Background: an optimization exercise with open tools, aiming at small area, a short achievable clock period and few clock cycles per item. Do not read the settings as production practice.
RTL that was checked went through simulation tests only; none was proved equivalent to the original.
No functional check of the RTL was part of run 1.
No activity file was given, so power comes from the tool's default toggle rates.

==> flow/design.v, too long to show whole: its modules and the start of the top module <==
// module wz_fxu_fa: 4 lines
// module wz_fxu_ha: 4 lines
// module wz_fxu: 1041 lines
module wz_fxu (
    input  wire        clk,
    input  wire        rst,
    input  wire        in_valid,
    output wire        in_ready,
    input  wire [4:0]  in_op,
    input  wire        in_q,       
    input  wire [1:0]  in_t,       
    input  wire [3:0]  in_x,       
    input  wire [63:0] in_a,
    input  wire [63:0] in_b,
    output reg         out_valid,
    output reg  [63:0] out_data,
    output reg         out_ill
);
  // ...
==> flow/run.sh <==
#!/bin/bash
# synth_recipe.tcl (not shown) runs the flow's synth.tcl, then flattens the netlist and writes it again
# the make line also repeats each setting of config.mk as NAME=value (left out here)
make -C /OpenROAD-flow-scripts/flow DESIGN_CONFIG=/design/flow/config.mk WORK_HOME=/design/flow/orfs CLKGATE_MAP_FILE= SYNTH_SCRIPT=/design/flow/synth_recipe.tcl finish
==> flow/config.mk <==
export PLATFORM = sky130hd
export DESIGN_NAME = wz_fxu
export DESIGN_NICKNAME = wz_fxu
export VERILOG_FILES = /design/flow/design.v
export SDC_FILE = /design/flow/constraint.sdc
export NUM_CORES = 4
export LEC_CHECK = 0
export CAP_MARGIN = 70
export CORE_MARGIN = 2
export CORE_UTILIZATION = 40
export PLACE_DENSITY = 0.6
export SLEW_MARGIN = 70
export SYNTH_HIERARCHICAL = 1
==> flow/constraint.sdc <==
create_clock -name core_clock -period 17.0 [get_ports {clk}]
set_input_delay 3.4000 -clock core_clock [delete_from_list [all_inputs] [get_ports {clk}]]
set_output_delay 3.4000 -clock core_clock [all_outputs]
set_load 0.01 [all_outputs]
==> qor.yml, run 1 <==
outcome:
  outcome: "no timing/DRC/antenna violations"
synth:
  muxShareOfSynthArea_pct: 4.69
  ys_top_cells_by_count: "sky130_fd_sc_hd__xnor2_1 (646), sky130_fd_sc_hd__nand2_1 (600), sky130_fd_sc_hd__a22oi_1 (530), sky130_fd_sc_hd__fa_1 (519), sky130_fd_sc_hd__dfxtp_1 (483)"
  synth.avg_cell_area_sq_um: 9.68
  syn_nets: 7594
  synth_top_area_share_pct: 15.9
worst_setup_path:
  worstPathBufferInverterCount: 2
  critPathMaxFanout: 27
  crit_start: "rn2[1]$_DFF_P_"
  crit_path_end: "till2[59]$_DFFE_PP_"
  critPathMaxStageDelay_ns: 0.56
finish:
  largestClassByArea: "multi-input combinational cells"
  clk_share_pct: 4.11
  multiInputGateArea_sq_um: 44200
  final_cell_count_no_fill: 8906
  area.sequential_sq_um: 19800
  finalInstanceArea_sq_um: 75700
  drive_above_1_share_pct: 12.9
  layout_multi_input_combinational_cell_count: 5142
power:
  pg_comb_mw: 6.73
  powerSeq_mw: 2.40
floorplan:
  die_height_um: 408
  start_util_pct: 40.2
cts:
  cts-buffers-inserted: 91
  clock_tree.buffer_depth: 3
  clock_tree_from_tritoncts: "done"
timing:
  final_layout_setup_total_negative_slack_ns: 0
  report.final.setup_viol: 0
  max_freq_mhz: 158
routing:
  antenna_viol_nets_final: 0
  detail_route.iter0.violations: 8261
  total_via_count_after_detailed_routing: 57500
placed_design:
  placed_cells: 8716
  setup_slack_placement_ns: 10.64
  hpwl_um: 203000
hold_path:
  hold_class: "register to register"
  whs_path_depth: 0
global_routing:
  globalRoute.busiestLayer: "met2"
==> inputs of run 2 (changes only) <==
--- a/flow/design.v
+++ b/flow/design.v
@@ -26,17 +26,17 @@
                OP_QMUL = 5'h08, OP_QADD = 5'h09, OP_QSUB = 5'h0A, OP_QNEG = 5'h0B,
                OP_QABS = 5'h0C, OP_QRND = 5'h0D,
                OP_CRD  = 5'h10, OP_CWR  = 5'h11, OP_TSVL = 5'h12, OP_TSVH = 5'h13,
                OP_TRST = 5'h14;
     reg [79:0] till0, till1, till2, till3;
     reg [3:0]  tz;       
     reg [3:0]  cl, sg;   
     reg [3:0]  rn2;      
-    reg        c_hi, c_lo;   
+    reg        k_a, k_b, k_c, k_d, k_e, k_f;   
     reg [1:0]  rm;
     reg        sat;
     reg        sov;
     reg  rdy;
     assign in_ready = rdy;
     wire fire = in_valid & rdy;
     wire        i_raw = in_q | (in_op == OP_TRST) | (in_op == OP_CWR);
     wire [31:0] i_a   = i_raw ? in_a[31:0] : {in_a[15:0], 16'd0};
@@ -67,17 +67,17 @@
     reg        msu1, mul1;
     reg [4:0]  rk1;      
     always @(posedge clk) begin
         if (rst) begin
             v1  <= 1'b0;
             rdy <= 1'b1;
         end else begin
             v1  <= fire;
-            rdy <= ~(fire & ((in_op == OP_TSHL) | (in_op == OP_TSHR)));
+            rdy <= ~(fire & (in_op == OP_TSHR));
         end
         begin
             op1  <= in_op;
             q1   <= in_q;
             t1   <= in_t;
             x1   <= in_x;
             a1   <= i_a;
             ah1  <= in_a[63:32];
@@ -867,44 +867,40 @@
     wire       rd_any = d_tmac | d_tmsu | d_trd | d_tshl | d_tshr | d_tmov | d_tsvl | d_tsvh;
     wire       wr_any = d_tclr | d_tmac | d_tmsu | d_tshl | d_tshr | d_tmov | d_tld | d_trst;
     reg        v2;
     reg [3:0]  sel2, we2;
     reg [80:0] s2, c2;
     reg        cin2;
     reg        mac2, ph1_2, ph2_2, shl2;
     reg [3:0]  x2;
-    reg        q2, qop2, trd2, trd3_2, fix2, tie2, rch2, rco2;
-    reg        tsvl2, tsvh2, crd2, cwr2, cwsov2, ill2, ovf2, sgn2;
-    wire        e_inc, e_ovf, e_sgn;
+    reg        q2, qop2, trd2, trd3_2, fix2, tie2;
+    reg        tsvl2, tsvh2, crd2, cwr2, cwsov2, ill2;
+    wire        e_inc, sh_ovf;
     always @(posedge clk) begin
         if (rst) begin
             v2    <= 1'b0;
             ph2_2 <= 1'b0;
             rm    <= 2'd0;
             sat   <= 1'b1;
         end else begin
             if (v2 & ph1_2) begin
                 v2    <= 1'b1;
                 ph2_2 <= 1'b1;
                 ph1_2 <= 1'b0;
                 we2   <= we2;
                 sel2  <= sel2;
                 cin2  <= e_inc;
-                ovf2  <= e_ovf;
-                sgn2  <= e_sgn;
             end else begin
                 v2    <= v1;
                 ph2_2 <= 1'b0;
-                ph1_2 <= d_tshl | d_tshr;
+                ph1_2 <= d_tshr;
                 we2   <= {4{wr_any}} & (4'd1 << t1);
                 sel2  <= {4{rd_any}} & (4'd1 << rsel_t);
                 cin2  <= w_cin;
-                ovf2  <= 1'b0;
-                sgn2  <= 1'b0;
             end
             if (d_cwr) begin
                 rm  <= a1[1:0];
                 sat <= a1[2];
             end
         end
         s2     <= s_next;
         c2     <= c_next;
@@ -912,43 +908,39 @@
         shl2   <= d_tshl;
         x2     <= x1;
         q2     <= q1;
         qop2   <= d_trd | d_qmul | d_qadd | d_qsub | d_qneg | d_qabs | d_qrnd;
         trd2   <= d_trd;
         trd3_2 <= d_trd & (rm == 2'd3);
         fix2   <= (d_trd | d_qmul) & (rm == 2'd2);
         tie2   <= m_tie;
-        rch2   <= d_qmul & ((rm == 2'd1) | (rm == 2'd2));
-        rco2   <= d_qmul & (rm == 2'd3) & m_neg;
         tsvl2  <= d_tsvl;
         tsvh2  <= d_tsvh;
         crd2   <= d_crd;
         cwr2   <= d_cwr;
         cwsov2 <= a1[3];
         ill2   <= v1 & ~d_legal;
     end
     wire [79:0] ta = ({80{rn2[0]}} & till0) | ({80{rn2[1]}} & till1) |
                      ({80{rn2[2]}} & till2) | ({80{rn2[3]}} & till3) |
-                     {c_hi, {79{c_lo}}};
-    wire [80:0] rc_mul = q2 ? ({81{rco2}} & {41'd0, {40{1'b1}}}) | ({81{rch2}} & (81'd1 << 39))
-                            : ({81{rco2}} & {25'd0, {56{1'b1}}}) | ({81{rch2}} & (81'd1 << 55));
-    wire [80:0] ea = {ta[79], ta} | rc_mul;
+                     {k_f, {23{k_e}}, k_d, {15{k_c}}, k_b, {39{k_a}}};
+    wire [80:0] ea = {ta[79], ta};
     wire [80:0] x_s, x_m;
     genvar g;
     generate
         for (g = 0; g < 81; g = g + 1) begin : g_csa
             wz_fxu_fa u_fa (.a(ea[g]), .b(s2[g]), .c(c2[g]), .s(x_s[g]), .co(x_m[g]));
         end
     endgenerate
     wire        inj = trd3_2 & ta[79] & (q2 ? |ta[39:0] : |ta[55:0]);
     wire [80:0] x_c = {x_m[79:0], cin2};
     wire [80:0] sum = x_s + x_c;
-    wire        t_ovf = (mac2 & (sum[80] ^ sum[79])) | (ph2_2 & ovf2);
-    wire        t_sgn = mac2 ? sum[80] : sgn2;
+    wire        t_ovf = (mac2 & (sum[80] ^ sum[79])) | (shl2 & sh_ovf);
+    wire        t_sgn = mac2 ? sum[80] : ta[79];
     wire        t_clamp = t_ovf & sat;
     wire [95:0] sh_x = shl2 ? {ta, 16'd0} : {{17{ta[79]}}, ta[79:1]};
     wire [3:0]  sh_m = shl2 ? ~x2 : x2;
     wire [95:0] sh_y = sh_x >> sh_m;
     wire [79:0] sh_v = sh_y[79:0];
     wire [15:0] oh_x  = 16'd1 << x2;             
     wire [15:0] lt_x  = oh_x - 16'd1;            
     wire [16:0] oh_x1 = {oh_x, 1'b0};            
@@ -965,36 +957,42 @@
         endcase
     end
     wire [15:0] sh_neq;
     generate
         for (g = 0; g < 16; g = g + 1) begin : g_neq
             assign sh_neq[g] = ta[78-g] ^ ta[79];
         end
     endgenerate
-    wire sh_ovf = |(sh_neq & (oh_x | lt_x));
+    assign sh_ovf = |(sh_neq & (oh_x | lt_x));
     assign e_inc = ~shl2 & sh_inc;
-    assign e_ovf = shl2 & sh_ovf;
-    assign e_sgn = ta[79];
-    wire [79:0] t_new = ph1_2 ? sh_v : sum[79:0];
+    wire [79:0] t_new = (ph1_2 | shl2) ? sh_v : sum[79:0];
     wire        tie_a = q2 ? (ta[39] & ~|ta[38:0]) : (ta[55] & ~|ta[54:0]);
     wire        q_fix = fix2 & (trd2 ? tie_a : tie2);
     wire [3:0]  e_we  = {4{v2}} & we2;
     wire [3:0]  tz_n  = rst ? 4'hF : (tz & ~e_we);
     wire [3:0]  cl_n  = (e_we & {4{t_clamp & ~ph1_2}}) | (~e_we & cl);
     wire [3:0]  sg_n  = (e_we & {4{t_sgn}}) | (~e_we & sg);
     wire [3:0]  sel_n = (v2 & ph1_2) ? sel2 : ({4{rd_any}} & (4'd1 << rsel_t));
     wire [3:0]  rc_n  = sel_n & ~tz_n & cl_n;
+    wire        c_lo_n = |(rc_n & ~sg_n);
+    wire        rco_n = ~(v2 & ph1_2) & d_qmul & (rm == 2'd3) & m_neg;
+    wire        rch_n = ~(v2 & ph1_2) & d_qmul & ((rm == 2'd1) | (rm == 2'd2));
+    wire        q_n   = q1;
     always @(posedge clk) begin
         tz   <= tz_n;
         cl   <= cl_n;
         sg   <= sg_n;
         rn2  <= sel_n & ~tz_n & ~cl_n;
-        c_hi <= |(rc_n & sg_n);
-        c_lo <= |(rc_n & ~sg_n);
+        k_a  <= c_lo_n | rco_n;
+        k_b  <= c_lo_n | rco_n | (q_n & rch_n);
+        k_c  <= c_lo_n | (~q_n & rco_n);
+        k_d  <= c_lo_n | (~q_n & (rco_n | rch_n));
+        k_e  <= c_lo_n;
+        k_f  <= |(rc_n & sg_n);
         if (e_we[0]) till0 <= t_new;
         if (e_we[1]) till1 <= t_new;
         if (e_we[2]) till2 <= t_new;
         if (e_we[3]) till3 <= t_new;
     end
     reg        inj3;
     reg        v3, qop3, q3, fix3, sat3, tsvl3, tsvh3, crd3, cwr3, cwsov3, ill3, tcl3;
     reg [1:0]  rm3;
==> flow/flow/run.sh (new file) <==
#!/bin/bash
set -euo pipefail
bash standard.sh SETUP_SLACK_MARGIN=12 finish > make.log 2>&1
==> flow/standard.sh (new file) <==
#!/bin/bash
# synth_recipe.tcl (not shown) runs the flow's synth.tcl, then flattens the netlist and writes it again
# the make line also repeats each setting of config.mk as NAME=value (left out here)
make -C /OpenROAD-flow-scripts/flow DESIGN_CONFIG=/design/flow/config.mk WORK_HOME=/design/flow/orfs CLKGATE_MAP_FILE= SYNTH_SCRIPT=/design/flow/synth_recipe.tcl "${@:-finish}"
removed: flow/run.sh
==> run 2 against run 1 <==
Net effect: clock power is 2% lower; count of clock-buffer cells in the layout grew 4; synthesized area fell by 1.2%; still clean; highest routed layer unchanged; largest cell class unchanged; critical path type unchanged; sequential power hardly changed; non-clock buffer count grew 248; power up 2.3%.
==> qor.yml, run 2 <==
timing:
  fin_worst_skew_ns: 0.0467
  timing_hold_violations_final: 0
  max_freq_mhz: 194  # +23%
  min_period_over_period_pct: 30.3
  final-max-slew-violation-count: 0
  transition_at_the_pin_with_the_smallest_max_transition_slack_ns: 0.606
  final_layout_setup_total_negative_slack_ns: 0  # unchanged
  timing.max_slew.rel_slack_pct: 59.3
  post-route-min-period_ns: 5.16
  report.final.setup_viol: 0  # unchanged
  final.hold.worst_slack_ns: 0.321
  unrepaired_setup_endpoints_after_global_routing: "yes"
finish:
  area.sequential_sq_um: 19800  # -0.20%
  filler_cell_count: 14600
  mostFrequentLayoutCell: "sky130_fd_sc_hd__xnor2_1"
  drive_above_1_share_pct: 18.3  # +5.4 points
  register_name_with_the_most_flops: "f3"
  final_cell_count_no_fill: 9144  # +2.7%
  layout.cells.most_common_list: "sky130_fd_sc_hd__xnor2_1 (595), sky130_fd_sc_hd__nand2_1 (574), sky130_fd_sc_hd__a22oi_1 (510)"
  final_nets: 7733
  finalInstanceArea_sq_um: 79300  # +4.8%
  area_added_between_synthesis_and_finish_pct: 22.7
  max_reg_flops: 81
  multiInputGateArea_sq_um: 45100  # +1.9%
worst_setup_path:
  rr_worst_depth: 21
  critPathMaxFanout: 8  # -70%
  crit_path_start_kind: "register"
  critPathArrivalTime_ns: 5.74
  worst_setup_path_category: "register to register"
  required_time_worst_endpoint_ns: 17.58
  worst_setup_path_end_kind: "register"
placed_design:
  hpwl_um: 197000  # -3.2%
  detailed_place.area_sq_um: 71900
  buffer_ports.inserted: 177
  placed_cells: 8742  # +0.30%
  gp_congestion: 0.991
routing:
  route.detailed.vias_per_inst: 6.50
  drt_wl_total_um: 287000
  total_via_count_after_detailed_routing: 59500  # +3.4%
  detail_route.iter0.violations: 8386  # +1.5%
  antenna_viol_nets_final: 0  # unchanged
  drt_first_pass_iters: 12
  routed_wire_length_per_instance_um: 31.4
  drc: 0
synth:
  asyncSetResetFlopFracSynth_pct: 0
  ys_top_cells_by_count: "sky130_fd_sc_hd__xnor2_1 (639), sky130_fd_sc_hd__nand2_1 (638), sky130_fd_sc_hd__fa_1 (519), sky130_fd_sc_hd__a22oi_1 (513), sky130_fd_sc_hd__dfxtp_1 (484)"
  ys_dominant_reg_cell: "sky130_fd_sc_hd__dfxtp_1"
  synth.largest_area_cell: "sky130_fd_sc_hd__fa_1"
  synth.top_cells.by_area: "sky130_fd_sc_hd__fa_1 (16%), sky130_fd_sc_hd__edfxtp_1 (15%), sky130_fd_sc_hd__dfxtp_1 (15%)"
  syn_nets: 7616  # +0.29%
  synth-warning-count: 7
  mappedNetlistArea_sq_um: 64700
  syn_inst: 6784
  number_of_enable_flip_flop_cells_after_synthesis: 330
  synth_top_area_share_pct: 16.1  # +0.19 points
  yosysUniqueCellTypes: 94
  synth_most_common_cell: "sky130_fd_sc_hd__xnor2_1"
  synth_seq_cells: 814
  synth_seq_area_share_pct: 30.3
  synth.avg_cell_area_sq_um: 9.53  # -1.5%
power:
  pwr-share-comb_pct: 61.4
  cellInternalPower_mw: 6.30
  seq_power_share_pct: 21.0
  power.switching_mw: 5.13
  power.density_cell_area_nw_per_um2: 144
  swShare_pct: 44.9
  p_leak_nw: 30.2
  power.clock.fraction_pct: 17.6
  max-vdd-ir-drop_mv: 0.287
global_routing:
  grt_pass1_vias: 57900
  groute.usage.overall_pct: 33.6
  first_pass_grt_wire_length_um: 405000
  grt_start_max_net_pins: 68
  initial_antenna_violation_count: 14
  global_route.overflow_total: 0
cts:
  h_tree_levels: 3
  clock-root-buffer: "sky130_fd_sc_hd__clkbuf_16"
  clock_tree_from_tritoncts: "done"
  clock_tree.buffer_depth: 3  # unchanged
  clock_insertion_delay_worst_skew_ns: 0.74
  holdBufCountCts: 0
  clkSlewWorstSetupHoldPaths_ns: 0.06
  cts.sinks: 814
  cts-buffers-inserted: 88  # -3.3%
hold_path:
  whs_path_depth: 0  # unchanged
  hold_class: "register to register"
floorplan:
  die_area_sq_um: 165000
  top_level_ports: 210
  start_util_pct: 40.3  # about the same
  die_w_um: 406
  die_height_um: 406  # -0.58%
  placement_rows: 147
  area_of_the_core_sq_um: 161000
outcome:
  outcome: "no timing/DRC/antenna violations"
flow_run:
  max-cap-violations: 0
==> run 2: area by class of cell <==
cell class | count | area share, %
multi-input combinational | 5131 | 56.8
timing repair buffer | 681 | 10.0
clock buffer | 123 | 3.24
tap | 2160 | 3.41
clock inverter | 42 | 0.577
antenna | 8 | 0.0252
inverter | 185 | 0.970
sequential | 814 | 25.0
==> run 2: power groups by stage <==
stage,clock (mW),combinational (mW),sequential [mW]
4_1_cts,2.03,6.48,2.40
3_5_place_dp,0,6.35,2.44
5_1_grt,2.10,7.40,2.41
3_3_place_gp,0,6.08,2.46
6_report,2.01,7.02,2.40
2_1_floorplan,0,3.66,2.34
==> run 2: logic make-up after synthesis <==
family / count (synthesis) / synth area share, %
adder cells (fa/ha/maj): 689 / 19.4
AND/OR/NAND/NOR: 1586 / 11.2
XOR/XNOR: 757 / 10.3
flip-flops: 814 / 30.3
AO/OA/AOI/OAI: 1911 / 20.2
buffers and inverters: 839 / 4.94
multiplexers: 188 / 3.78
==> run 2: critical path, cell delays in order, from the launching register on <==
cell and delay [ns]:
sky130_fd_sc_hd__dfxtp_4 0.43, sky130_fd_sc_hd__buf_12 0.19, sky130_fd_sc_hd__clkbuf_16 0.18, sky130_fd_sc_hd__a222oi_1 0.39, sky130_fd_sc_hd__nand2_2 0.27, sky130_fd_sc_hd__fa_1 0.61
sky130_fd_sc_hd__ha_4 0.22, sky130_fd_sc_hd__and3_4 0.15, sky130_fd_sc_hd__nand4_1 0.12, sky130_fd_sc_hd__or2_4 0.16, sky130_fd_sc_hd__nor4_2 0.04, sky130_fd_sc_hd__buf_2 0.16
sky130_fd_sc_hd__buf_6 0.12, sky130_fd_sc_hd__a2111oi_4 0.32, sky130_fd_sc_hd__buf_4 0.21, sky130_fd_sc_hd__a21oi_4 0.09, sky130_fd_sc_hd__or3_4 0.43, sky130_fd_sc_hd__a31o_4 0.26
sky130_fd_sc_hd__o21a_4 0.21, sky130_fd_sc_hd__a311oi_4 0.22, sky130_fd_sc_hd__buf_6 0.17, sky130_fd_sc_hd__o21ai_1 0.06
==> run 2: routing by layer <==
layer	wire length (um)	GRT usage, %
met1	105000	41.9
met5	161	0
met3	38200	10.9
met2	121000	49.9
met4	22900	21.4
==> run 2: modules after synthesis (local to each module, per instance) <==
| module | copies in the design | flip-flops and latches | area (sq um) | cells |
|---|---|---|---|---|
| wz_fxu_ha | 43 | 0 | 12.5 | 1 |
| wz_fxu_fa | 517 | 0 | 20.0 | 1 |
| wz_fxu | 1 | 814 | 53800 | 6224 |
==> run 2: metrics by stage <==
step / worst slack [ns] / util, % / power (mW)
after global routing: 11.78 / 49.4 / 11.9
final: 11.84 / 49.4 / 11.4
after CTS: 11.94 / 47.9 / 10.9
after floorplan: 12.00 / - / 6.01
after detailed placement: 10.83 / 44.8 / 8.79
after global placement: 10.06 / 42.3 / 8.55
==> run 2: what timing repair did <==
item / CTS / global route
pin swaps: 164 / 143
gates resized for setup: 312 / 193
gates cloned: 3 / 9
setup buffers: 122 / 77
setup endpoints to repair: 339 / 295
==> run 2: worst paths after layout <==
| check | from | to | slack, ns |
|---|---|---|---|
| min | cwsov2$_DFF_P_ | cwsov3$_DFF_P_ | 0.32 |
| max reg2reg | rn2[2]$_DFF_P_ | k_c$_DFF_P_ | 11.84 |
| max | rn2[2]$_DFF_P_ | k_c$_DFF_P_ | 11.84 |
| min reg2reg | cwsov2$_DFF_P_ | cwsov3$_DFF_P_ | 0.32 |
Testbench counts of run 2, summed over its fixed seeds: cycles 12,084, items 12,000.
==> inputs of run 3 (changes only) <==
--- a/flow/config.mk
+++ b/flow/config.mk
@@ -7,3 +7,3 @@
 export LEC_CHECK = 0
-export CAP_MARGIN = 70
+export CAP_MARGIN = 40
 export CORE_MARGIN = 2
@@ -11,3 +11,3 @@
 export PLACE_DENSITY = 0.6
-export SLEW_MARGIN = 70
+export SLEW_MARGIN = 40
 export SYNTH_HIERARCHICAL = 1
==> run 3 against run 2 <==
Net effect: still clean; register-to-register slack about the same; routed wire length grew 3.5%; maximum frequency is essentially flat; critical endpoint is now till1[62]$_DFFE_PP_.
==> qor.yml, run 3 <==
timing:
  final-max-slew-violation-count: 0  # unchanged
  timing.max_slew.rel_slack_pct: 36.9  # -22 points
  fin_worst_skew_ns: 0.0444  # -0.00230 ns
  report.final.setup_viol: 0  # unchanged
  post-route-min-period_ns: 5.15  # -0.00490 ns
  unrepaired_setup_endpoints_after_global_routing: "yes"
  timing_hold_violations_final: 0  # unchanged
  min_period_over_period_pct: 30.3  # about the same
  final_layout_setup_total_negative_slack_ns: 0  # unchanged
  transition_at_the_pin_with_the_smallest_max_transition_slack_ns: 0.947  # +0.341 ns
  max_freq_mhz: 194  # about the same
global_routing:
  grt_pass1_vias: 57100  # -1.2%
  grt_start_max_net_pins: 77  # +13%
  initial_antenna_violation_count: 15  # +1
  first_pass_grt_wire_length_um: 406000  # +0.17%
  global_route.overflow_total: 0  # unchanged
  groute.usage.overall_pct: 33.9  # +0.33 points
floorplan:
  area_of_the_core_sq_um: 161000  # unchanged
  die_area_sq_um: 165000  # unchanged
  placement_rows: 147  # unchanged
  top_level_ports: 210  # unchanged
  die_w_um: 406  # unchanged
  start_util_pct: 40.3  # unchanged
  die_height_um: 406  # unchanged
placed_design:
  gp_congestion: 0.991  # unchanged
  buffer_ports.inserted: 177  # unchanged
  hpwl_um: 185000  # -5.6%
finish:
  max_reg_flops: 81  # unchanged
  register_name_with_the_most_flops: "f3"
  final_nets: 7673  # -0.78%
  area_added_between_synthesis_and_finish_pct: 19.5
  drive_above_1_share_pct: 15.9  # -2.4 points
  finish.utilization_pct: 48.1  # -1.3 points
  mostFrequentLayoutCell: "sky130_fd_sc_hd__xnor2_1"
  layout.cells.most_common_list: "sky130_fd_sc_hd__xnor2_1 (608), sky130_fd_sc_hd__nand2_1 (578), sky130_fd_sc_hd__a22oi_1 (508)"
synth:
  mappedNetlistArea_sq_um: 64700  # unchanged
  synth.top_cells.by_area: "sky130_fd_sc_hd__fa_1 (16%), sky130_fd_sc_hd__edfxtp_1 (15%), sky130_fd_sc_hd__dfxtp_1 (15%)"
  dominant_combinational_cell_family_by_area_after_synthesis: "compound AO/OA/AOI/OAI gates"
  syn_inst: 6784  # unchanged
  number_of_enable_flip_flop_cells_after_synthesis: 330  # unchanged
  yosys.area_share.adder_pct: 19.4  # unchanged
  syn_nets: 7616  # unchanged
  synth_top_area_share_pct: 16.1  # unchanged
  synth_seq_area_share_pct: 30.3  # unchanged
  muxShareOfSynthArea_pct: 3.78  # unchanged
  synth_most_common_cell: "sky130_fd_sc_hd__xnor2_1"
  synth-warning-count: 7  # unchanged
  synth.largest_area_cell: "sky130_fd_sc_hd__fa_1"
  synth_simple_gate_area_share_pct: 11.2  # unchanged
  post_synth_xor_xnor_area_pct: 10.3  # unchanged
  synth_seq_cells: 814  # unchanged
  ys_dominant_reg_cell: "sky130_fd_sc_hd__dfxtp_1"
  yosysUniqueCellTypes: 94  # unchanged
  synth.avg_cell_area_sq_um: 9.53  # unchanged
  ys_top_cells_by_count: "sky130_fd_sc_hd__xnor2_1 (639), sky130_fd_sc_hd__nand2_1 (638), sky130_fd_sc_hd__fa_1 (519), sky130_fd_sc_hd__a22oi_1 (513), sky130_fd_sc_hd__dfxtp_1 (484)"
  asyncSetResetFlopFracSynth_pct: 0  # unchanged
  synth-compound-area-share_pct: 20.2  # unchanged
routing:
  wl_met2_um: 124000  # +2.4%
  drt_first_pass_iters: 9  # -3
  route.detailed.vias_per_inst: 6.56  # +0.90%
  detail_route.iter0.violations: 8602  # +2.6%
  routed_wire_length_per_instance_um: 32.7  # +4.2%
  drc: 0  # unchanged
  total_via_count_after_detailed_routing: 59600  # +0.26%
  wl_met1_um: 106000  # +0.53%
  met3_wirelength_um: 41700  # +9.1%
  top_layer_used: "met5"
  antenna_viol_nets_final: 0  # unchanged
  drt_wl_total_um: 297000  # +3.5%
worst_setup_path:
  worst_path_most_repeated_cell: "sky130_fd_sc_hd__a21oi_4"
  worst_setup_path_category: "register to register"
  critPathMaxFanout: 31  # +23
  critPathArrivalTime_ns: 5.74  # about the same
  worst_setup_path_end_kind: "register"
  required_time_worst_endpoint_ns: 17.58  # about the same
  worstPathBufferInverterCount: 3  # -3
  crit_path_start_kind: "register"
  timing.critical_path.max_delay_family: "compound AO/OA/AOI/OAI gates"
  crit_path_cell_trace: "buf_12, a222oi_1, nand2_2, fa_1, ha_2, inv_1, fa_1, nand2b_4, a21oi_4, o21ai_4, nand3_4, a21oi_4, o21ai_2, a221o_2, buf_4, a21oi_4, o31ai_4, xor2_2, a21o_1"
  worst_path_max_delay_cell: "sky130_fd_sc_hd__fa_1"
  critPathMaxStageDelay_ns: 0.58  # -0.03 ns
power:
  power.density_cell_area_nw_per_um2: 147  # +2.1%
  p_leak_nw: 29.6  # -2.1%
  max-vdd-ir-drop_mv: 0.259  # -9.6%
cts:
  cts.sinks: 814  # unchanged
  clock-root-buffer: "sky130_fd_sc_hd__clkbuf_16"
  clock_insertion_delay_worst_skew_ns: 0.74  # about the same
  h_tree_levels: 3  # unchanged
  clock_tree.buffer_depth: 3  # unchanged
  clkSlewWorstSetupHoldPaths_ns: 0.06  # about the same
  clock_tree_from_tritoncts: "done"
  holdBufCountCts: 0  # unchanged
  cts-buffers-inserted: 87  # -1.1%
outcome:
  outcome: "no timing/DRC/antenna violations"
flow_run:
  max-cap-violations: 0  # unchanged
hold_path:
  hold_class: "register to register"
==> run 3: cell counts after synthesis <==
No cell type changed its count.
==> run 3: per-module statistics from Yosys (local to each module, per instance) <==
module     flops+latches  cell area [sq um]  times used
wz_fxu_ha              0               12.5          43
wz_fxu_fa              0               20.0         517
wz_fxu               814              53800           1
==> run 3: metal layers <==
| layer | global-route usage [%] | vias up |
|---|---|---|
| met2 | 50.1 | 4693 |
| met4 | 21.4 | 18 |
| met5 | 0.297 | - |
| li1 | - | 24500 |
| met3 | 11.6 | 1392 |
| met1 | 42.2 | 29000 |
==> run 3: final timing paths <==
kind | start | endpoint | slack, ns | cells after the start
max | rn2[1]$_DFF_P_ | till1[62]$_DFFE_PP_ | 11.85 | 19
min | crd2$_DFF_P_ | crd3$_DFF_P_ | 0.29 | 0
max reg2reg | rn2[1]$_DFF_P_ | till1[62]$_DFFE_PP_ | 11.85 | 19
min reg2reg | crd2$_DFF_P_ | crd3$_DFF_P_ | 0.29 | 0
==> run 3: repair_timing <==
action	4_1_cts	5_1_grt
setup endpoints to repair	452	307
hold endpoints to repair	0	0
gates cloned	12	25
pin swaps	115	150
resized for setup	447	283
setup buffers	145	115
==> run 3: kinds of logic (layout without fill, tap and decap cells) <==
group,Yosys count,after routing
other,0,11
AND/OR/NAND/NOR,1586,1586
AO/OA/AOI/OAI,1911,1911
XOR/XNOR,757,757
multiplexers,188,188
adder cells (fa/ha/maj),689,689
flip-flops,814,814
buffers and inverters,839,970
==> run 3: power by group <==
group | internal [mW] | total (mW) | switching [mW]
combinational | 2.83 | 6.93 | 4.10
clock | 1.12 | 2.01 | 0.886
sequential | 2.24 | 2.43 | 0.190
==> run 3: cell type report <==
class | instances | area (sq um)
Fill cell | 14900 | 83300
Multi-Input combinational cell | 5131 | 44100
Sequential cell | 814 | 19800
Timing Repair Buffer | 622 | 6930
Tap cell | 2160 | 2700
Clock buffer | 121 | 2530
Inverter | 185 | 737
Clock inverter | 42 | 483
Antenna cell | 11 | 27.5
==> run 3: worst register-to-register path, cell delays in order, from the launching register on <==
cell                       delay (ns)
sky130_fd_sc_hd__dfxtp_4         0.44
sky130_fd_sc_hd__buf_12          0.22
sky130_fd_sc_hd__a222oi_1        0.49
sky130_fd_sc_hd__nand2_2         0.16
sky130_fd_sc_hd__fa_1            0.58
sky130_fd_sc_hd__ha_2            0.22
sky130_fd_sc_hd__inv_1           0.07
sky130_fd_sc_hd__fa_1            0.41
sky130_fd_sc_hd__nand2b_4        0.18
sky130_fd_sc_hd__a21oi_4         0.20
sky130_fd_sc_hd__o21ai_4         0.09
sky130_fd_sc_hd__nand3_4         0.16
sky130_fd_sc_hd__a21oi_4         0.09
sky130_fd_sc_hd__o21ai_2         0.19
sky130_fd_sc_hd__a221o_2         0.32
sky130_fd_sc_hd__buf_4           0.17
sky130_fd_sc_hd__a21oi_4         0.06
sky130_fd_sc_hd__o31ai_4         0.35
sky130_fd_sc_hd__xor2_2          0.37
sky130_fd_sc_hd__a21o_1          0.25
==> run 3: stage by stage <==
step	cell area [sq um]	hold slack (ns)	setup slack (ns)	std cells	total power, mW
6_report	77300	0.290	11.85	9086	11.4
5_1_grt	77300	0.291	11.73	9075	11.8
4_1_cts	74300	0.296	11.89	8931	10.7
3_5_place_dp	68100	0.314	10.01	8611	8.64
3_3_place_gp	67900	0.314	10.06	8606	8.55
2_1_floorplan	64700	0.310	12.00	6784	6.01
==> inputs of run 4 (changes only) <==
--- a/flow/config.mk
+++ b/flow/config.mk
@@ -7,3 +7,3 @@
 export LEC_CHECK = 0
-export CAP_MARGIN = 40
+export CAP_MARGIN = 20
 export CORE_MARGIN = 2
@@ -11,3 +11,3 @@
 export PLACE_DENSITY = 0.6
-export SLEW_MARGIN = 40
+export SLEW_MARGIN = 20
 export SYNTH_HIERARCHICAL = 1
==> run 4 against run 3 <==
Net effect: synthesized area unchanged; synthesized cell count unchanged; sequential share of layout area is 0.31 points lower; worst setup slack improved by 0.027 ns; largest cell class unchanged; sequential cell count did not move; cell area grew 1.4%; first-iteration DRC count grew 4.1%; non-clock buffer count rose by 73; global-route usage is 0.062 points higher; largest power group unchanged.
==> qor.yml, run 4 <==
power:
  power.density_cell_area_nw_per_um2: 147  # about the same
  max-vdd-ir-drop_mv: 0.344  # +33%
  power.switching_mw: 5.21  # +0.52%
  swShare_pct: 45.2  # -0.33 points
  cellInternalPower_mw: 6.30  # +1.9%
  power.clock.fraction_pct: 17.7  # about the same
  seq_power_share_pct: 21.1  # -0.3 points
  p_leak_nw: 30.1  # +1.6%
  pwr-share-comb_pct: 61.2  # +0.2 points
timing:
  timing_hold_violations_final: 0  # unchanged
  min_period_over_period_pct: 30.2  # -0.16 points
  post-route-min-period_ns: 5.13  # -0.0269 ns
  final-max-slew-violation-count: 0  # unchanged
  unrepaired_setup_endpoints_after_global_routing: "yes"
  max_freq_mhz: 195  # +0.52%
  timing.max_slew.rel_slack_pct: 15.6  # -21 points
  fin_worst_skew_ns: 0.0651  # +0.0207 ns
  transition_at_the_pin_with_the_smallest_max_transition_slack_ns: 1.26  # +0.316 ns
  report.final.setup_viol: 0  # unchanged
  final_layout_setup_total_negative_slack_ns: 0  # unchanged
routing:
  drc: 0  # unchanged
  drt_first_pass_iters: 12  # +3
  antenna_viol_nets_final: 0  # unchanged
  route.detailed.vias_per_inst: 6.59  # +0.41%
  total_via_count_after_detailed_routing: 60300  # +1.2%
  routed_wire_length_per_instance_um: 33.3  # +1.7%
  drt_wl_total_um: 305000  # +2.5%
  detail_route.iter0.violations: 8955  # +4.1%
synth:
  syn_inst: 6784  # unchanged
  synth_seq_area_share_pct: 30.3  # unchanged
  syn_nets: 7616  # unchanged
  synth-warning-count: 7  # unchanged
  asyncSetResetFlopFracSynth_pct: 0  # unchanged
  ys_top_cells_by_count: "sky130_fd_sc_hd__xnor2_1 (639), sky130_fd_sc_hd__nand2_1 (638), sky130_fd_sc_hd__fa_1 (519), sky130_fd_sc_hd__a22oi_1 (513), sky130_fd_sc_hd__dfxtp_1 (484)"
  synth_top_area_share_pct: 16.1  # unchanged
  synth.top_cells.by_area: "sky130_fd_sc_hd__fa_1 (16%), sky130_fd_sc_hd__edfxtp_1 (15%), sky130_fd_sc_hd__dfxtp_1 (15%)"
  synth_seq_cells: 814  # unchanged
  number_of_enable_flip_flop_cells_after_synthesis: 330  # unchanged
  mappedNetlistArea_sq_um: 64700  # unchanged
  synth.avg_cell_area_sq_um: 9.53  # unchanged
  ys_dominant_reg_cell: "sky130_fd_sc_hd__dfxtp_1"
  synth.largest_area_cell: "sky130_fd_sc_hd__fa_1"
  yosysUniqueCellTypes: 94  # unchanged
  synth_most_common_cell: "sky130_fd_sc_hd__xnor2_1"
cts:
  clock_tree_from_tritoncts: "done"
  clock_insertion_delay_worst_skew_ns: 0.75  # about the same
  clock_tree.buffer_depth: 3  # unchanged
  holdBufCountCts: 0  # unchanged
  h_tree_levels: 3  # unchanged
  clkSlewWorstSetupHoldPaths_ns: 0.08  # +0.02 ns
  cts.sinks: 814  # unchanged
  clock-root-buffer: "sky130_fd_sc_hd__clkbuf_16"
  cts-buffers-inserted: 88  # +1.1%
global_routing:
  global_route.overflow_total: 0  # unchanged
  groute.usage.overall_pct: 34.0  # +0.062 points
  grt_start_max_net_pins: 77  # unchanged
  initial_antenna_violation_count: 21  # +6
  first_pass_grt_wire_length_um: 407000  # +0.28%
  grt_pass1_vias: 57100  # +0.0017%
worst_setup_path:
  worst_setup_path_category: "register to register"
  worst_setup_path_end_kind: "register"
  rr_worst_depth: 10  # -9
  crit-reg2reg-capture: "s2[48]$_DFF_P_"
  critPathArrivalTime_ns: 5.66  # -0.08 ns
  worst-r2r-setup-slack_ns: 11.87  # +0.03 ns
  crit_path_start_kind: "register"
  rr_startpoint: "two1[5]$_DFF_P_"
  required_time_worst_endpoint_ns: 17.53  # -0.05 ns
  critPathMaxFanout: 17  # -45%
finish:
  layout.cells.most_common_list: "sky130_fd_sc_hd__xnor2_1 (610), sky130_fd_sc_hd__nand2_1 (577), sky130_fd_sc_hd__a22oi_1 (504)"
  finalInstanceArea_sq_um: 78300  # +1.4%
  max_reg_flops: 81  # unchanged
  final_nets: 7747  # +0.96%
  drive_above_1_share_pct: 17.4  # +1.4 points
  register_name_with_the_most_flops: "f3"
  area_added_between_synthesis_and_finish_pct: 21.2
  final_cell_count_no_fill: 9157  # +0.78%
  mostFrequentLayoutCell: "sky130_fd_sc_hd__xnor2_1"
floorplan:
  die_area_sq_um: 165000  # unchanged
  die_w_um: 406  # unchanged
  start_util_pct: 40.3  # unchanged
  placement_rows: 147  # unchanged
  die_height_um: 406  # unchanged
  top_level_ports: 210  # unchanged
  area_of_the_core_sq_um: 161000  # unchanged
flow_run:
  max-cap-violations: 0  # unchanged
hold_path:
  hold_class: "register to register"
  hold_path_startpoint: "ill3$_DFF_P_"
  whs_path_depth: 0  # unchanged
  min_to: "out_ill$_DFF_P_"
placed_design:
  placed_cells: 8606  # -0.058%
  gp_congestion: 0.991  # unchanged
  hpwl_um: 185000  # -0.34%
  detailed_place.area_sq_um: 67900  # -0.23%
  buffer_ports.inserted: 177  # unchanged
outcome:
  outcome: "no timing/DRC/antenna violations"
[run 4: cell types whose count changed in the layout (fill, tap and decap cells not counted), sizes merged]
cell | previous run | this run
clkinvlp | 13 | 12
clkdlybuf4s50 | 111 | 110
dlygate4sd2 | 65 | 66
buf | 409 | 471
clkbuf | 148 | 167
bufinv | 4 | 5
inv | 185 | 177
diode | 11 | 8
clkinv | 25 | 26
[run 4: layer usage]
metal | vias to the layer above | track usage, % | wire [um] | share of wire (%)
met5 | - | 0 | 329 | 0.11
met4 | 24 | 21.0 | 27700 | 9.1
met3 | 1516 | 10.9 | 42400 | 14
li1 | 24600 | - | - | -
met2 | 4912 | 50.4 | 127000 | 42
met1 | 29200 | 42.7 | 108000 | 35
[run 4: timing repair]
item / CTS / global route
setup buffers: 144 / 184
pin swaps: 118 / 205
setup endpoints to repair: 458 / 295
cloned: 12 / 38
resized for setup: 491 / 345
[run 4: power by group through the flow]
stage / Combinational (mW) / Clock (mW) / Sequential, mW
2_1_floorplan: 3.66 / 0 / 2.34
3_3_place_gp: 6.08 / 0 / 2.46
3_5_place_dp: 6.16 / 0 / 2.47
4_1_cts: 6.32 / 2.05 / 2.42
5_1_grt: 7.34 / 2.12 / 2.43
6_report: 7.05 / 2.03 / 2.43
[run 4: logic make-up after synthesis]
family                     share of synthesized area [%]
AOI/OAI and AO/OA                                   20.2
and+or+nand+nor                                     11.2
buffers and inverters                               4.94
DFF                                                 30.3
xor gates and xnor gates                            10.3
adders and majority gates                           19.4
muxes                                               3.78
[run 4: through the flow]
stage | hold WS [ns] | util [%] | setup slack (ns) | power [mW]
finish | 0.328 | 48.8 | 11.87 | 11.5
global route | 0.340 | 48.8 | 11.76 | 11.9
CTS | 0.328 | 46.3 | 11.91 | 10.8
detailed placement | 0.314 | 42.3 | 10.02 | 8.63
global placement | 0.314 | 42.3 | 10.06 | 8.55
floorplan | 0.310 | - | 12.00 | 6.01
[run 4: cell type report]
type                            count  area (sq um)
Timing Repair Buffer              695          7730
Fill cell                       14700         82200
Multi-Input combinational cell   5131         44200
Antenna cell                        8          20.0
Clock inverter                     35           462
Inverter                          185           734
Tap cell                         2160          2700
Sequential cell                   814         19900
Clock buffer                      129          2640
[run 4: critical path, stage by stage (launching register included)]
cell and delay (ns):
sky130_fd_sc_hd__dfxtp_4 0.64, sky130_fd_sc_hd__a22oi_1 0.15, sky130_fd_sc_hd__xnor2_1 0.27, sky130_fd_sc_hd__fa_2 0.48, sky130_fd_sc_hd__fa_1 0.43, sky130_fd_sc_hd__fa_1 0.49, sky130_fd_sc_hd__fa_1 0.44, sky130_fd_sc_hd__fa_1 0.49
sky130_fd_sc_hd__fa_1 0.39, sky130_fd_sc_hd__a222oi_1 0.91, sky130_fd_sc_hd__o21ai_1 0.25
[run 4: Yosys stat by module (local to each module, per instance)]
module / flops+latches / area [sq um] / times used
wz_fxu_ha: 0 / 12.5 / 43
wz_fxu_fa: 0 / 20.0 / 517
wz_fxu: 814 / 53800 / 1
[run 4: worst max-delay path by stage]
stage | startpoint | to | depth (start not counted)
final | two1[5]$_DFF_P_ | s2[48]$_DFF_P_ | 10
after global routing | rn2[1]$_DFF_P_ | k_d$_DFF_P_ | 23
after CTS | rn2[2]$_DFF_P_ | k_d$_DFF_P_ | 19
after detailed placement | rn2[2]$_DFF_P_ | till1[66]$_DFFE_PP_ | 16
after global placement | rn2[2]$_DFF_P_ | till0[66]$_DFFE_PP_ | 16
after floorplan | rn2[1]$_DFF_P_ | till0[66]$_DFFE_PP_ | 19
==> inputs of run 5 (changes only) <==
--- a/flow/config.mk
+++ b/flow/config.mk
@@ -7,3 +7,3 @@
 export LEC_CHECK = 0
-export CAP_MARGIN = 20
+export CAP_MARGIN = 30
 export CORE_MARGIN = 2
@@ -11,3 +11,3 @@
 export PLACE_DENSITY = 0.6
-export SLEW_MARGIN = 20
+export SLEW_MARGIN = 30
 export SYNTH_HIERARCHICAL = 1
==> run 5 against run 4 <==
Net effect: routed wire length decreased by 0.34%; maximum frequency decreased by 0.93%; critical path depth increased by 2; clock skew decreased by 0.0094 ns; via count decreased by 0.31%; cell area decreased by 0.34%; hold slack got worse by 0.0012 ns; final cell count decreased by 0.43%; worst setup slack got worse by 0.048 ns; combinational power about the same; sequential cell count unchanged; critical path type unchanged; critical endpoint unchanged.
==> qor.yml, run 5 <==
power:
  pwr-share-comb_pct: 61.3  # about the same
  power.switching_mw: 5.24  # +0.58%
  swShare_pct: 45.5  # +0.28 points
  seq_power_share_pct: 21.1  # about the same
  cellInternalPower_mw: 6.27  # -0.54%
  max-vdd-ir-drop_mv: 0.275  # -20%
  power.clock.fraction_pct: 17.6  # about the same
  p_leak_nw: 29.9  # -0.66%
  total_power_mw: 11.5  # about the same
  power.density_cell_area_nw_per_um2: 147  # +0.31%
synth:
  syn_nets: 7616  # unchanged
  ys_dominant_reg_cell: "sky130_fd_sc_hd__dfxtp_1"
  syn_inst: 6784  # unchanged
  synth_most_common_cell: "sky130_fd_sc_hd__xnor2_1"
  mappedNetlistArea_sq_um: 64700  # unchanged
  synth.top_cells.by_area: "sky130_fd_sc_hd__fa_1 (16%), sky130_fd_sc_hd__edfxtp_1 (15%), sky130_fd_sc_hd__dfxtp_1 (15%)"
  synth_seq_cells: 814  # unchanged
  ys_top_cells_by_count: "sky130_fd_sc_hd__xnor2_1 (639), sky130_fd_sc_hd__nand2_1 (638), sky130_fd_sc_hd__fa_1 (519), sky130_fd_sc_hd__a22oi_1 (513), sky130_fd_sc_hd__dfxtp_1 (484)"
  yosysUniqueCellTypes: 94  # unchanged
  synth_seq_area_share_pct: 30.3  # unchanged
  synth_top_area_share_pct: 16.1  # unchanged
  synth-warning-count: 7  # unchanged
  synth.avg_cell_area_sq_um: 9.53  # unchanged
  synth.largest_area_cell: "sky130_fd_sc_hd__fa_1"
  number_of_enable_flip_flop_cells_after_synthesis: 330  # unchanged
  asyncSetResetFlopFracSynth_pct: 0  # unchanged
timing:
  final-max-slew-violation-count: 0  # unchanged
  unrepaired_setup_endpoints_after_global_routing: "yes"
  final_layout_setup_total_negative_slack_ns: 0  # unchanged
  min_period_over_period_pct: 30.4  # +0.28 points
  max_freq_mhz: 193  # -0.93%
  fin_worst_skew_ns: 0.0557  # -0.00936 ns
  final.hold.worst_slack_ns: 0.327  # -0.00122 ns
  timing_hold_violations_final: 0  # unchanged
  transition_at_the_pin_with_the_smallest_max_transition_slack_ns: 1.08  # -0.186 ns
  post-route-min-period_ns: 5.18  # +0.0484 ns
  timing.max_slew.rel_slack_pct: 28.2  # +13 points
  report.final.setup_viol: 0  # unchanged
global_routing:
  initial_antenna_violation_count: 23  # +9.5%
  first_pass_grt_wire_length_um: 407000  # +0.18%
  groute.usage.overall_pct: 34.0  # +0.053 points
  grt_start_max_net_pins: 77  # unchanged
  global_route.overflow_total: 0  # unchanged
  grt_pass1_vias: 57100  # -0.15%
hold_path:
  hold_class: "register to register"
floorplan:
  placement_rows: 147  # unchanged
  die_height_um: 406  # unchanged
  area_of_the_core_sq_um: 161000  # unchanged
  die_area_sq_um: 165000  # unchanged
  top_level_ports: 210  # unchanged
  die_w_um: 406  # unchanged
  start_util_pct: 40.3  # unchanged
worst_setup_path:
  critPathArrivalTime_ns: 5.69  # +0.03 ns
  crit_path_start_kind: "register"
  critPathMaxFanout: 3  # -14
  worst_path_max_delay_cell: "sky130_fd_sc_hd__a222oi_1"
  worst_setup_path_end_kind: "register"
  critPathMaxStageDelay_ns: 0.93  # +0.02 ns
  crit_path_cell_trace: "buf_12, o21ai_2, xnor2_2, buf_4, fa_1, fa_1, fa_1, fa_1, fa_1, fa_1, a222oi_1, o21ai_1"
  required_time_worst_endpoint_ns: 17.51  # -0.02 ns
  worst_setup_path_category: "register to register"
  worst_path_most_repeated_cell: "sky130_fd_sc_hd__fa_1"
placed_design:
  hpwl_um: 185000  # about the same
  gp_congestion: 0.991  # unchanged
  buffer_ports.inserted: 177  # unchanged
routing:
  drt_first_pass_iters: 13  # +1
  detail_route.iter0.violations: 9156  # +2.2%
  routed_wire_length_per_instance_um: 33.3  # about the same
  route.detailed.vias_per_inst: 6.60  # +0.11%
  drt_wl_total_um: 304000  # -0.34%
  drc: 0  # unchanged
  antenna_viol_nets_final: 0  # unchanged
  total_via_count_after_detailed_routing: 60100  # -0.31%
flow_run:
  max-cap-violations: 0  # unchanged
finish:
  drive_above_1_share_pct: 16.9  # -0.53 points
  mostFrequentLayoutCell: "sky130_fd_sc_hd__xnor2_1"
  final_nets: 7706  # -0.53%
  max_reg_flops: 81  # unchanged
  register_name_with_the_most_flops: "f3"
  area_added_between_synthesis_and_finish_pct: 20.7
  layout.cells.most_common_list: "sky130_fd_sc_hd__xnor2_1 (606), sky130_fd_sc_hd__nand2_1 (581), sky130_fd_sc_hd__a22oi_1 (500)"
cts:
  clkSlewWorstSetupHoldPaths_ns: 0.06  # -0.02 ns
  cts.sinks: 814  # unchanged
  h_tree_levels: 3  # unchanged
  clock_tree.buffer_depth: 3  # unchanged
  cts-buffers-inserted: 87  # -1.1%
  clock_insertion_delay_worst_skew_ns: 0.74  # about the same
  clock-root-buffer: "sky130_fd_sc_hd__clkbuf_16"
  clock_tree_from_tritoncts: "done"
outcome:
  outcome: "no timing/DRC/antenna violations"
==> run 5: cell counts after synthesis <==
No cell type changed its count.
==> run 5: per-layer routing <==
layer | track usage [%] | up-vias | share of wire [%]
met1 | 42.3 | 29200 | 35
met5 | 0 | - | 0.089
li1 | - | 24500 | -
met3 | 11.9 | 1503 | 14
met4 | 21.7 | 24 | 9.1
met2 | 50.0 | 4868 | 42
==> run 5: power by group through the flow <==
stage          Clock [mW]  Sequential, mW  Combinational [mW]
2_1_floorplan           0            2.34                3.66
3_5_place_dp            0            2.47                6.17
3_3_place_gp            0            2.46                6.08
4_1_cts              2.05            2.42                6.34
5_1_grt              2.12            2.43                7.31
6_report             2.03            2.43                7.05
==> run 5: cell type report <==
class | count | area [sq um]
Tap cell | 2160 | 2700
Fill cell | 14800 | 82500
Clock inverter | 41 | 499
Sequential cell | 814 | 19800
Inverter | 185 | 728
Clock buffer | 122 | 2580
Multi-Input combinational cell | 5131 | 44300
Timing Repair Buffer | 655 | 7430
Antenna cell | 10 | 25.0
==> run 5: path summary, 6_finish.rpt <==
kind                                      start        endpoint  slack [ns]  depth (start not counted)
worst min-delay path              tsvl2$_DFF_P_   tsvl3$_DFF_P_        0.33                          0
worst max register to register  one1[2]$_DFF_P_  s2[48]$_DFF_P_       11.82                         12
worst min register to register    tsvl2$_DFF_P_   tsvl3$_DFF_P_        0.33                          0
worst max-delay path            one1[2]$_DFF_P_  s2[48]$_DFF_P_       11.82                         12
==> run 5: per-stage QoR <==
stage	utilization (%)	setup slack (ns)	cell area, sq um	cells
detailed placement	42.3	10.00	68000	8607
global placement	42.3	10.06	67900	8606
finish	48.6	11.82	78100	9118
global route	48.6	11.75	78000	9109
CTS	46.4	11.92	74600	8940
floorplan	-	12.00	64700	6784
==> run 5: what timing repair did <==
item                       4_1_cts  5_1_grt
buffers inserted               158      129
setup endpoints to repair      461      302
hold buffers                     0        0
cloned                          12       39
pin swaps                      134      122
gates resized for setup        504      311
==> run 5: kinds of logic (layout without fill, tap and decap cells) <==
kind of cell / count (synthesis) / after routing / share of synthesized area [%]
adder cells (fa/ha/maj): 689 / 689 / 19.4
AND/OR/NAND/NOR: 1586 / 1586 / 11.2
XOR/XNOR: 757 / 757 / 10.3
flip-flops: 814 / 814 / 30.3
multiplexers: 188 / 188 / 3.78
other: 0 / 10 / 0
AO/OA/AOI/OAI: 1911 / 1911 / 20.2
buffers and inverters: 839 / 1003 / 4.94
==> run 5: worst max-delay path: cells and delay by family, from the launching register on <==
kind / cells / cell delay, ns
flops: 1 / 0.36
compound gates: 3 / 1.42
xor+xnor: 1 / 0.19
buf+inv: 2 / 0.31
fa+ha+maj: 6 / 2.69
==> run 5: per-module statistics from Yosys (local to each module, per instance) <==
module	times used	area (sq um)	flip-flops and latches
wz_fxu	1	53800	814
wz_fxu_fa	517	20.0	0
wz_fxu_ha	43	12.5	0
==> inputs of run 6 (changes only) <==
==> flow/flow/run.sh (replaced) <==
#!/bin/bash
set -euo pipefail
bash standard.sh SETUP_SLACK_MARGIN=12.3 finish > make.log 2>&1
--- a/flow/config.mk
+++ b/flow/config.mk
@@ -7,3 +7,3 @@
 export LEC_CHECK = 0
-export CAP_MARGIN = 30
+export CAP_MARGIN = 40
 export CORE_MARGIN = 2
@@ -11,3 +11,3 @@
 export PLACE_DENSITY = 0.6
-export SLEW_MARGIN = 30
+export SLEW_MARGIN = 40
 export SYNTH_HIERARCHICAL = 1
==> run 6 against run 5 <==
Net effect: largest cell class unchanged; clock power down 2%; non-clock buffer count increased by 220; global-route usage increased by 2.7 points.
==> qor.yml, run 6 <==
finish:
  register_name_with_the_most_flops: "f3"
  max_reg_flops: 81  # unchanged
  filler_cell_count: 14300  # -3.6%
  layout.cells.most_common_list: "sky130_fd_sc_hd__xnor2_1 (582), sky130_fd_sc_hd__nand2_1 (571), sky130_fd_sc_hd__a22oi_1 (460)"
  area_added_between_synthesis_and_finish_pct: 27.0
  finalInstanceArea_sq_um: 82100  # +5.2%
  drive_above_1_share_pct: 23.8  # +6.9 points
  mostFrequentLayoutCell: "sky130_fd_sc_hd__xnor2_1"
  final_nets: 7928  # +2.9%
worst_setup_path:
  critPathArrivalTime_ns: 5.67  # -0.02 ns
  required_time_worst_endpoint_ns: 17.46  # -0.05 ns
  crit-reg2reg-capture: "till1[70]$_DFFE_PP_"
  crit_path_start_kind: "register"
  crit_start: "rn2[1]$_DFF_P_"
  worst_setup_path_category: "register to register"
  rr_startpoint: "rn2[1]$_DFF_P_"
  critPathMaxFanout: 7  # +4
  worst-r2r-setup-slack_ns: 11.79  # -0.03 ns
  rr_worst_depth: 19  # +7
  worst_setup_path_end_kind: "register"
  crit_path_end: "till1[70]$_DFFE_PP_"
routing:
  drt_first_pass_iters: 21  # +8
  drc: 0  # unchanged
  antenna_viol_nets_final: 0  # unchanged
  drt_wl_total_um: 311000  # +2.4%
  routed_wire_length_per_instance_um: 33.3  # about the same
  detail_route.iter0.violations: 9454  # +3.3%
  route.detailed.vias_per_inst: 6.55  # -0.64%
  total_via_count_after_detailed_routing: 61200  # +1.7%
power:
  seq_power_share_pct: 19.8  # -1.3 points
  max-vdd-ir-drop_mv: 0.322  # +17%
  power.density_cell_area_nw_per_um2: 149  # +1.1%
  cellInternalPower_mw: 6.65  # +6.1%
  power.clock.fraction_pct: 16.2  # -1.4 points
  total_power_mw: 12.2  # +6.3%
  power.switching_mw: 5.59  # +6.7%
  p_leak_nw: 31.5  # +5.5%
  pwr-share-comb_pct: 64.1  # +2.8 points
  swShare_pct: 45.7  # +0.14 points
floorplan:
  top_level_ports: 210  # unchanged
  die_w_um: 406  # unchanged
  placement_rows: 147  # unchanged
  area_of_the_core_sq_um: 161000  # unchanged
  die_height_um: 406  # unchanged
  start_util_pct: 40.3  # unchanged
  die_area_sq_um: 165000  # unchanged
placed_design:
  setup_slack_placement_ns: 10.13  # +0.134 ns
  buffer_ports.inserted: 177  # unchanged
  hpwl_um: 190000  # +2.6%
  detailed_place.area_sq_um: 68300  # +0.40%
  gp_congestion: 1.00  # +1.0%
synth:
  synth_most_common_cell: "sky130_fd_sc_hd__xnor2_1"
  number_of_enable_flip_flop_cells_after_synthesis: 330  # unchanged
  synth.top_cells.by_area: "sky130_fd_sc_hd__fa_1 (16%), sky130_fd_sc_hd__edfxtp_1 (15%), sky130_fd_sc_hd__dfxtp_1 (15%)"
  synth.avg_cell_area_sq_um: 9.53  # unchanged
  syn_nets: 7616  # unchanged
  syn_inst: 6784  # unchanged
  asyncSetResetFlopFracSynth_pct: 0  # unchanged
  ys_top_cells_by_count: "sky130_fd_sc_hd__xnor2_1 (639), sky130_fd_sc_hd__nand2_1 (638), sky130_fd_sc_hd__fa_1 (519), sky130_fd_sc_hd__a22oi_1 (513), sky130_fd_sc_hd__dfxtp_1 (484)"
  synth_seq_cells: 814  # unchanged
  mappedNetlistArea_sq_um: 64700  # unchanged
  ys_dominant_reg_cell: "sky130_fd_sc_hd__dfxtp_1"
  synth-warning-count: 7  # unchanged
  synth_seq_area_share_pct: 30.3  # unchanged
  synth.largest_area_cell: "sky130_fd_sc_hd__fa_1"
  synth_top_area_share_pct: 16.1  # unchanged
  yosysUniqueCellTypes: 94  # unchanged
timing:
  fin_worst_skew_ns: 0.0568  # +0.00108 ns
  report.final.setup_viol: 0  # unchanged
  transition_at_the_pin_with_the_smallest_max_transition_slack_ns: 0.968  # -0.109 ns
  timing_hold_violations_final: 0  # unchanged
  min_period_over_period_pct: 30.6  # +0.18 points
  final-max-slew-violation-count: 0  # unchanged
  fin_ws_ns: 11.79  # -0.0310 ns
  final.hold.worst_slack_ns: 0.328  # +0.00125 ns
  timing.max_slew.rel_slack_pct: 35.5  # +7.3 points
  final_layout_setup_total_negative_slack_ns: 0  # unchanged
  post-route-min-period_ns: 5.21  # +0.0310 ns
  unrepaired_setup_endpoints_after_global_routing: "yes"
  max_freq_mhz: 192  # -0.59%
cts:
  clock_insertion_delay_worst_skew_ns: 0.76  # +0.02 ns
  cts.sinks: 814  # unchanged
  clock-root-buffer: "sky130_fd_sc_hd__clkbuf_16"
  clock_tree.buffer_depth: 3  # unchanged
  clock_tree_from_tritoncts: "done"
  clkSlewWorstSetupHoldPaths_ns: 0.06  # about the same
  cts-buffers-inserted: 89  # +2.3%
  h_tree_levels: 3  # unchanged
  holdBufCountCts: 0  # unchanged
hold_path:
  hold_class: "register to register"
global_routing:
  global_route.overflow_total: 0  # unchanged
  groute.usage.overall_pct: 36.7  # +2.7 points
  initial_antenna_violation_count: 18  # -22%
  grt_start_max_net_pins: 89  # +16%
  grt_pass1_vias: 58700  # +2.9%
  first_pass_grt_wire_length_um: 433000  # +6.3%
flow_run:
  max-cap-violations: 0  # unchanged
outcome:
  outcome: "no timing/DRC/antenna violations"
==> run 6: cell types whose count changed in the layout (fill, tap and decap cells not counted), moves of 24 or more <==
cell / delta
sky130_fd_sc_hd__fa_1: -87
sky130_fd_sc_hd__o21ai_0: -26
sky130_fd_sc_hd__a22oi_1: -40
sky130_fd_sc_hd__clkbuf_16: -41
sky130_fd_sc_hd__bufbuf_16: +35
sky130_fd_sc_hd__dlygate4sd2_1: -66
sky130_fd_sc_hd__fa_2: +87
sky130_fd_sc_hd__buf_6: +81
sky130_fd_sc_hd__xnor2_1: -24
sky130_fd_sc_hd__buf_2: +67
sky130_fd_sc_hd__a22oi_2: +40
sky130_fd_sc_hd__buf_4: +96
==> run 6: through the flow <==
stage,utilization [%],std cells
after floorplan,-,6784
after global placement,42.4,8607
after detailed placement,42.5,8615
after CTS,49.1,9171
after global routing,51.1,9330
final,51.1,9335
==> run 6: power groups by stage <==
stage                     Sequential [mW]  Clock, mW  Combinational [mW]
final                                2.42       1.98                7.84
after CTS                            2.41       2.00                6.91
after floorplan                      2.34          0                3.67
after detailed placement             2.47          0                6.35
after global routing                 2.42       2.07                8.10
after global placement               2.47          0                6.28
==> run 6: per-layer routing <==
layer | global-route usage [%] | vias up | routed length, um
met5 | 1.72 | - | 447
met4 | 26.7 | 24 | 30100
met3 | 13.3 | 1619 | 42100
met2 | 53.8 | 4936 | 130000
met1 | 44.2 | 29600 | 109000
li1 | - | 25000 | -
==> run 6: area by class of cell <==
type                       instances  area, sq um  area share, %
clock inverter                    27          368          0.448
clock buffer                     136         2630           3.21
antenna                            7         17.5         0.0213
tap                             2160         2700           3.29
multi-input combinational       5131        45900           55.9
timing repair buffer             875         9900           12.1
inverter                         185          737          0.897
sequential                       814        19900           24.2
==> run 6: critical path, stage by stage, from the launching register on <==
cell,delay [ns]
sky130_fd_sc_hd__dfxtp_4,0.38
sky130_fd_sc_hd__buf_12,0.14
sky130_fd_sc_hd__buf_16,0.15
sky130_fd_sc_hd__buf_4,0.16
sky130_fd_sc_hd__buf_16,0.14
sky130_fd_sc_hd__a222oi_1,0.37
sky130_fd_sc_hd__buf_4,0.19
sky130_fd_sc_hd__nand2_2,0.12
sky130_fd_sc_hd__fa_2,0.59
sky130_fd_sc_hd__ha_4,0.24
sky130_fd_sc_hd__a221o_1,0.36
sky130_fd_sc_hd__a31oi_4,0.18
sky130_fd_sc_hd__o21ai_4,0.10
sky130_fd_sc_hd__a21oi_4,0.19
sky130_fd_sc_hd__o21ai_2,0.10
sky130_fd_sc_hd__a221o_2,0.50
sky130_fd_sc_hd__a221o_1,0.39
sky130_fd_sc_hd__and2_4,0.22
sky130_fd_sc_hd__xor2_4,0.17
sky130_fd_sc_hd__o21a_1,0.24
==> run 6: how the worst min path moves through the flow <==
| stage | to | cells after the start | slack, ns | from |
|---|---|---|---|---|
| 2_1_floorplan | crd3$_DFF_P_ | 0 | 0.31 | crd2$_DFF_P_ |
| 3_3_place_gp | cwr3$_DFF_P_ | 0 | 0.32 | cwr2$_DFF_P_ |
| 3_5_place_dp | cwsov3$_DFF_P_ | 0 | 0.32 | cwsov2$_DFF_P_ |
| 4_1_cts | cwsov3$_DFF_P_ | 0 | 0.33 | cwsov2$_DFF_P_ |
| 5_1_grt | cwsov3$_DFF_P_ | 0 | 0.33 | cwsov2$_DFF_P_ |
| 6_report | cwsov3$_DFF_P_ | 0 | 0.33 | cwsov2$_DFF_P_ |
==> run 6: cell families after synthesis <==
logic type,Yosys count,share of synthesized area (%)
AOI/OAI and AO/OA,1911,20.2
xor gates and xnor gates,757,10.3
adders and majority gates,689,19.4
buffers and inverters,839,4.94
DFF,814,30.3
muxes,188,3.78
and+or+nand+nor,1586,11.2
==> run 6: timing repair <==
item	CTS	global route
gates resized for setup	1065	423
setup buffers	340	145
pin swaps	244	287
endpoints found under the setup margin	525	378
gates cloned	53	6
==> run 6: Yosys stat by module (local to each module, per instance) <==
module | cells inside | cell area [sq um]
wz_fxu | 6224 | 53800
wz_fxu_fa | 1 | 20.0
wz_fxu_ha | 1 | 12.5

-- port drivers added, routing unchanged --
How much do the figures lean on ideal ports? The routed layouts below were timed once more, with nothing changed but the port constraints.
Step 1: set_driving_cell puts a clkbuf_16 on clk and a buf_2 on each other input, an assumption about the parent block.
Step 2 adds t to the input delays and takes it off the output delays; t is the mean of the earliest and latest rising clock arrival at the registers after step 1. Input paths then give back, and output paths get back, about the clock's delay inside the block.
Three values: ideal, step 1, step 2; two values: the first two.
run	shift t [ns]	slack for setup (ns)	worst setup path after step 2	latest minus earliest clock arrival (ns)	worst data-port slew with drivers (ns)
run 1	0.804	10.665 / 10.665 / 10.665	register to register	0.047 / 0.048	0.11
run 2	0.797	11.841 / 11.841 / 11.168	input to register	0.047 / 0.046	0.05
run 3	0.804	11.846 / 11.846 / 11.163	input to register	0.045 / 0.044	0.05
run 4	0.802	11.873 / 11.873 / 11.191	input to register	0.066 / 0.066	0.05
run 5	0.792	11.824 / 11.824 / 11.185	input to register	0.055 / 0.056	0.06
run 6	0.815	11.793 / 11.793 / 11.348	input to register	0.058 / 0.058	0.06
After both steps every run listed still meets setup and hold. The setup slack of run 3, which loses most, moves by 0.000 ns with the drivers and by -0.683 ns with both steps.
